Source: an optimization exercise on an open RTL-to-GDS flow (aim: small area, a short achievable clock period and few clock cycles per item). Production flows keep margins and buffers that such runs may drop. The RTL was checked by simulation tests, not by an equivalence proof against the original design. Power and IR drop assume default switching activity.

$ cat flow/config.mk
export PLATFORM = sky130hd
export DESIGN_NAME = sas_tx
export DESIGN_NICKNAME = sas_tx
export VERILOG_FILES = /design/flow/design.v
export SDC_FILE = /design/flow/constraint.sdc
export NUM_CORES = 4
export LEC_CHECK = 0
export ABC_CLOCK_PERIOD_IN_PS = 60000
export CAP_MARGIN = 20
export CORE_MARGIN = 2
export CORE_UTILIZATION = 40
export SLEW_MARGIN = 20
$ cat flow/constraint.sdc
create_clock -name core_clock -period 120.0 [get_ports {clk}]
set_input_delay 24.0000 -clock core_clock [delete_from_list [all_inputs] [get_ports {clk}]]
set_output_delay 24.0000 -clock core_clock [all_outputs]
set_load 0.01 [all_outputs]
$ cat flow/design.v
module sas_tx (
    input  wire        clk,
    input  wire        rst,         
    input  wire        in_valid,
    output wire        in_ready,
    input  wire [63:0] in_data,     
    output wire        out_valid,
    input  wire        out_ready,
    output wire [63:0] out_data     
);
    localparam [31:0] MARKER = 32'hC3A5_96E1;
    reg  [15:0] bc;          
    reg  [5:0]  widx;        
    reg  [30:0] scr;         
    reg  [63:0] wrd;         
    reg         wv;          
    reg         wflag;       
    reg         wlast;       
    reg  [5:0]  jcnt;        
    reg  [4:0]  run;         
    reg         last;        
    reg         need_sync;   
    reg  [63:0] s0, s1, s2;  
    reg  [1:0]  rd;          
    reg  [1:0]  wslot;       
    reg  [5:0]  woff;        
    reg  [7:0]  cnt;         
    reg         ov;          
    reg         ir;          
    assign out_valid = ov;
    assign in_ready  = ir;
    assign out_data  = (rd == 2'd0) ? s0 : (rd == 2'd1) ? s1 : s2;
    reg  [63:0] ks;
    reg  [30:0] scr_n;
    reg         k;
    integer     i;
    always @* begin
        scr_n = scr;
        for (i = 63; i >= 0; i = i - 1) begin
            k     = scr_n[30] ^ scr_n[27];
            scr_n = {scr_n[29:0], k};
            ks[i] = k;
        end
    end
    wire [63:0] d = in_data ^ ks;
    wire [7:0] a1, a0;
    genvar g;
    generate
        for (g = 0; g < 8; g = g + 1) begin : grp
            assign a1[g] = &d[63-8*g -: 8];
            assign a0[g] = ~|d[63-8*g -: 8];
        end
    endgenerate
    wire n_flag = |(a1[5:0] & a1[6:1] & a1[7:2]) | |(a0[5:0] & a0[6:1] & a0[7:2]);
    wire w_t8  = (&wrd[7:0])  | ~|wrd[7:0];
    wire w_t16 = (&wrd[15:0]) | ~|wrd[15:0];
    wire c_r8  = wv ? w_t8  : (run >= 5'd8);
    wire c_r16 = wv ? w_t16 : (run >= 5'd16);
    wire c_r24 = wv ? 1'b0  : (run >= 5'd24);
    wire c_l   = wv ? wrd[0] : last;
    wire g0l   = c_l ? a1[0] : a0[0];
    wire g1l   = c_l ? a1[1] : a0[1];
    wire l_flag = (widx != 6'd0) &
                  (c_r24 | (g0l & (c_r16 | (c_r8 & g1l))));
    wire in_flag = n_flag | l_flag;
    wire pop     = ov & out_ready;
    wire room    = (cnt <= 8'd128);
    wire do_sync = need_sync & room;
    wire do_fast = ~need_sync & wv & ~wflag & room;
    wire do_slow = ~need_sync & wv &  wflag & room;
    wire wr      = do_sync | do_fast | do_slow;
    wire       sb     = wrd[63];
    wire       s_eq   = (run != 5'd0) & (sb == last);
    wire [4:0] s_run  = s_eq ? run + 5'd1 : 5'd1;
    wire       stuff  = (s_run == 5'd31);
    wire       s_done = (jcnt == 6'd63);
    reg  [4:0] tr;
    reg        tr_go;
    always @* begin
        tr    = 5'd1;
        tr_go = 1'b1;
        for (i = 1; i < 24; i = i + 1) begin
            tr_go = tr_go & (wrd[i] == wrd[0]);
            if (tr_go) tr = tr + 5'd1;
        end
    end
    wire [63:0] chunk = do_sync ? {MARKER, bc, ~bc} :
                        do_slow ? {sb, (stuff ? ~sb : wrd[62]), wrd[61:0]} :
                                  wrd;
    wire [6:0]  len   = do_slow ? (stuff ? 7'd2 : 7'd1) : 7'd64;
    wire [63:0] r0 = woff[0] ? {chunk[0],    chunk[63:1]}  : chunk;
    wire [63:0] r1 = woff[1] ? {r0[1:0],     r0[63:2]}     : r0;
    wire [63:0] r2 = woff[2] ? {r1[3:0],     r1[63:4]}     : r1;
    wire [63:0] r3 = woff[3] ? {r2[7:0],     r2[63:8]}     : r2;
    wire [63:0] r4 = woff[4] ? {r3[15:0],    r3[63:16]}    : r3;
    wire [63:0] rot = woff[5] ? {r4[31:0],   r4[63:32]}    : r4;
    reg [63:0] th;
    always @* begin
        for (i = 0; i < 64; i = i + 1)
            th[i] = ({1'b0, woff} + i[6:0]) <= 7'd63;
    end
    wire [1:0] wslot1 = (wslot == 2'd2) ? 2'd0 : wslot + 2'd1;
    wire [63:0] we0 = {64{wr}} & ((wslot  == 2'd0) ? th : (wslot1 == 2'd0) ? ~th : 64'd0);
    wire [63:0] we1 = {64{wr}} & ((wslot  == 2'd1) ? th : (wslot1 == 2'd1) ? ~th : 64'd0);
    wire [63:0] we2 = {64{wr}} & ((wslot  == 2'd2) ? th : (wslot1 == 2'd2) ? ~th : 64'd0);
    always @(posedge clk) begin
        for (i = 0; i < 64; i = i + 1) begin
            if (we0[i]) s0[i] <= rot[i];
            if (we1[i]) s1[i] <= rot[i];
            if (we2[i]) s2[i] <= rot[i];
        end
    end
    wire       consumed = do_fast | (do_slow & s_done);
    wire       acc      = ir & in_valid;
    wire [6:0] woff_s   = {1'b0, woff} + (wr ? len : 7'd0);
    wire [7:0] cnt_n    = cnt + (wr ? {1'b0, len} : 8'd0) - (pop ? 8'd64 : 8'd0);
    wire       wv_n     = acc | (wv & ~consumed);
    wire       wflag_n  = acc ? in_flag : wflag;
    wire       ns_n     = do_sync ? 1'b0 : ((consumed & wlast) ? 1'b1 : need_sync);
    always @(posedge clk) begin
        if (rst) begin
            bc        <= 16'd0;
            widx      <= 6'd0;
            scr       <= {16'd0, 15'h7FFF};
            wv        <= 1'b0;
            wflag     <= 1'b0;
            wlast     <= 1'b0;
            jcnt      <= 6'd0;
            run       <= 5'd0;
            last      <= 1'b0;
            need_sync <= 1'b1;
            rd        <= 2'd0;
            wslot     <= 2'd0;
            woff      <= 6'd0;
            cnt       <= 8'd0;
            ov        <= 1'b0;
            ir        <= 1'b1;
        end else begin
            if (acc) begin
                wrd   <= d;
                wflag <= in_flag;
                wlast <= (widx == 6'd61);
                jcnt  <= 6'd0;
                if (widx == 6'd61) begin
                    widx <= 6'd0;
                    bc   <= bc + 16'd1;
                    scr  <= {bc + 16'd1, 15'h7FFF};
                end else begin
                    widx <= widx + 6'd1;
                    scr  <= scr_n;
                end
            end else if (do_slow) begin
                wrd  <= {wrd[62:0], 1'b0};
                jcnt <= jcnt + 6'd1;
            end
            wv        <= wv_n;
            need_sync <= ns_n;
            if (do_sync) begin
                run  <= 5'd0;
            end else if (do_fast) begin
                run  <= tr;
                last <= wrd[0];
            end else if (do_slow) begin
                run  <= stuff ? 5'd1 : s_run;
                last <= stuff ? ~sb : sb;
            end
            woff  <= woff_s[5:0];
            if (wr && (woff_s[6] || len[6]))
                wslot <= wslot1;
            if (pop)
                rd <= (rd == 2'd2) ? 2'd0 : rd + 2'd1;
            cnt <= cnt_n;
            ov  <= (cnt_n >= 8'd64);
            ir  <= ~wv_n | (~ns_n & ~wflag_n & (cnt_n <= 8'd128));
        end
    end
endmodule
$ cat flow/run.sh
#!/bin/bash
# synth_recipe.tcl (not shown) runs the flow's synth.tcl, then flattens the netlist and writes it again
# the make line also repeats each setting of config.mk as NAME=value (left out here)
make -C /OpenROAD-flow-scripts/flow DESIGN_CONFIG=/design/flow/config.mk WORK_HOME=/design/flow/orfs CLKGATE_MAP_FILE= SYNTH_SCRIPT=/design/flow/synth_recipe.tcl finish
==> run summary <==
worst max-delay path, cell delays in order (launching register included):
cell and delay, ns:
dfxtp_4 0.74, buf_4 0.69, mux2i_1 0.15, o21ai_0 0.33
clkdlybuf4s50_1 0.61
power by group through the flow:
stage                     combinational, mW  clock (mW)  sequential, mW
final                                 0.265       0.123           0.185
after global routing                  0.291       0.130           0.187
after CTS                             0.264       0.125           0.185
after detailed placement              0.263           0           0.187
after global placement                0.261           0           0.187
after floorplan                       0.190           0           0.169
per-stage QoR:
stage | cells | cell area, um^2 | util | power, mW | hold slack [ns]
6_report | 4260 | 31500 | 0.449 | 0.573 | 0.485
5_1_grt | 4260 | 31500 | 0.449 | 0.608 | 0.511
4_1_cts | 4260 | 31500 | 0.449 | 0.573 | 0.484
3_5_place_dp | 4184 | 30200 | 0.430 | 0.450 | 0.476
3_3_place_gp | 4184 | 30200 | 0.430 | 0.447 | 0.470
2_1_floorplan | 3353 | 28500 | - | 0.358 | 0.454
state kept, by name, summed over array words and instances (netlist names):
signal     flops
need_sync      1
wslot          2
bc            16
last           1
wlast          1
ov             1
s1            64
s0            64
wv             1
run            5
rd             2
scr           31
wflag          1
ir             1
widx           6
jcnt           6
woff           6
wrd           64
cnt            8
s2            64
layout make-up:
cell class,count,area (um^2),area share
inverter,70,263,0.00833
clock buffer,53,1140,0.0363
clock inverter,23,170,0.00540
sequential,345,9490,0.301
multi-input combinational,2660,17700,0.561
timing repair buffer,169,1600,0.0506
tap,940,1180,0.0373
cells by family (layout without fill, tap and decap cells):
logic type	Yosys count	count (layout)	share of synthesized area
and+or+nand+nor	1134	1134	0.175
xor gates and xnor gates	337	337	0.108
buffers and inverters	348	315	0.0477
AOI/OAI and AO/OA	672	672	0.142
DFF	345	345	0.333
muxes	444	444	0.163
adders and majority gates	73	73	0.0322
per-layer routing:
metal / vias to the layer above / wire (um) / track usage
met5: - / 0 / 0
met1: 11361 / 40300 / 0.336
li1: 11742 / - / -
met3: 166 / 6210 / 0.0347
met4: 0 / 3490 / 0.0867
met2: 885 / 40000 / 0.375
cell usage after synthesis (66+ instances only):
cell type / n
nor2_1: 453
mux2i_1: 369
nand2_1: 343
edfxtp_1: 256
o21ai_0: 253
a21oi_1: 221
xnor2_1: 221
clkbuf_1: 217
xor2_1: 106
nor3_1: 93
dfxtp_1: 89
nand3_1: 68
ha_1: 66
mux2_2: 66
placed cells by master (no fill, tap or decap), types with 8 or more instances in the layout:
cell,instances
a211oi_1,22
a21o_1,16
a21oi_1,220
a221o_1,10
a22oi_1,14
a31oi_1,18
and2_1,10
and3_1,15
buf_4,36
clkbuf_1,8
clkbuf_16,44
clkdlybuf4s50_1,132
clkinv_2,11
dfxtp_1,81
edfxtp_1,256
ha_1,66
inv_1,63
mux2_2,66
mux2i_1,369
nand2_1,341
nand2b_1,30
nand3_1,68
nand4_1,28
nor2_1,452
nor2b_1,13
nor3_1,92
nor4_1,22
o211ai_1,9
o21ai_0,252
o221ai_1,8
or3_1,21
xnor2_1,221
xor2_1,106
how the worst min path moves through the flow:
stage / startpoint / endpoint / slack [ns]
after floorplan: jcnt[1]$_SDFFE_PP0P_ / jcnt[1]$_SDFFE_PP0P_ / 0.45
after detailed placement: jcnt[1]$_SDFFE_PP0P_ / jcnt[1]$_SDFFE_PP0P_ / 0.48
after CTS: jcnt[1]$_SDFFE_PP0P_ / jcnt[1]$_SDFFE_PP0P_ / 0.48
after global placement: jcnt[1]$_SDFFE_PP0P_ / jcnt[1]$_SDFFE_PP0P_ / 0.47
final: jcnt[1]$_SDFFE_PP0P_ / jcnt[1]$_SDFFE_PP0P_ / 0.48
after global routing: jcnt[1]$_SDFFE_PP0P_ / jcnt[1]$_SDFFE_PP0P_ / 0.51
==> flow_summary.toml <==
[timing]
finalCritPeriodShare = 0.226
hold_viol = 0
worst_pin_slew_ns = 1.10
fin_crit_ns = 27.16
setup_viol = 0
rsz0062_at_grt = "no"
finalClockSkew_ns = 0.0258
fmax_mhz = 36.8
tns_ns = 0
slew_headroom = 0.258
maxSlewViolCount = 0
fin_ws_ns = 92.84

[global_routing]
grt_pass1_vias = 22067
antenna_found_initial = 1
grt_pass1_wl_um = 137000
grt_max_degree = 108
grt-ovfl-total = 0
grt_use_total = 0.240

[route]
wl_per_cell_um = 21.1
final_antenna_net_count = 0
num_vias = 24154
drc = 0
drt_first_pass_iters = 6
vias_per_cell = 5.67
wl_um = 90100
first_iter_violations = 2343

[clocking]
cts_sinks = 345
clock_latency_ns = 0.57
post_cts_buffers = 0
cts_buffer_depth = 3
clock_tree.htree_level_count = 2
numCtsBuffers = 41
postCtsResizedCells = 0
clkTransAtPathRegs_ns = 0.06
ctsHoldBuffers = 0
cts_tree = "done"
cts-root-buf = "clkbuf_16"

[logic_synthesis]
yosys_warnings = 1
synth.ff_latch_count = 345
synthesis.area_um2 = 28500
yosysTopAreaCellShare = 0.270
yosysUniqueCellTypes = 96
syn_nets = 3489
syn_area_per_cell_um2 = 8.49
synth_ff_type = "edfxtp_1"
synth-edff-count = 256
synth-seq-area-share = 0.333
yosys.area.top_type = "edfxtp_1"
synthCells = 3353
async_reset_ff_frac = 0
synth_top_cells_by_area = "edfxtp_1, mux2i_1, xnor2_1"

[cells_and_area]
drive_gt1_frac = 0.0708
areaGrowthSynthToFinish_pct = 10.8
diodes = 0
final_nets = 3423
n_fill_cell = 6832

[power]
comb_power_share = 0.462
p_per_area_nw_per_um2 = 18.2
p_clk_frac = 0.215
sequentialPowerShare = 0.323
p_int_mw = 0.335
p_sw_mw = 0.237
p_leak_nw = 12.1
swShare = 0.415
peakVddDrop_v = 0.0000114

[setup_path]
endpoint = "out_data[39]"
crit_path_start = "rd[0]$_SDFFE_PP0P_"
crit_type = "flip-flop to primary output"
r2r-start = "wrd[0]$_SDFFCE_PN0P_"
endpoint_kind = "primary output"
ff2ff_setup_slack_ns = 109.18
r2r_end = "run[4]$_SDFFE_PP0P_"
worstPathArrival_ns = 3.16
crit_path_start_kind = "flip-flop"
cp_max_fo = 39
ff2ff_path_depth = 48
worstPathRequired_ns = 96.00

[die]
die_h_um = 271
die_w_um = 271
rows = 97
die-area_um2 = 73300
io_pins = 134
coreArea_um2 = 70300
initial_core_util = 0.405

[placed_design]
dp_slack_ns = 92.37
io_buffers = 133
post-dp-hpwl_um = 66700
gp_congestion = 1.01

[hold_path]
whs_path_depth = 2
hold_path.class = "flip-flop to flip-flop"

[status]
status = "timing/DRC/antenna clean"

[flow_run]
drv_cap = 0
Testbench counts, summed over its fixed seeds: cycles 20,432, items 19,840.

what the ideal ports hide:
The results above use ideal ports. As a check the final layout listed here was re-extracted and re-timed, cells and wires unchanged. Step 1, drivers: a clkbuf_16 drives clk and a buf_2 each remaining input, both assumed. Step 2 also shifts input and output timing later by t, the mid clock arrival at the registers, as if the neighbouring blocks saw the same clock. Slacks: no drivers / after step 1 / after step 2; pairs: no drivers / after step 1.
t (ns): 0.627
setup WS [ns]: 92.841 / 92.774 / 92.290
pins driven straight from the clock port: 1
After both steps this run still meets setup and hold. For this run, drivers alone change the setup slack by -0.067 ns; drivers and shift together by -0.551 ns.
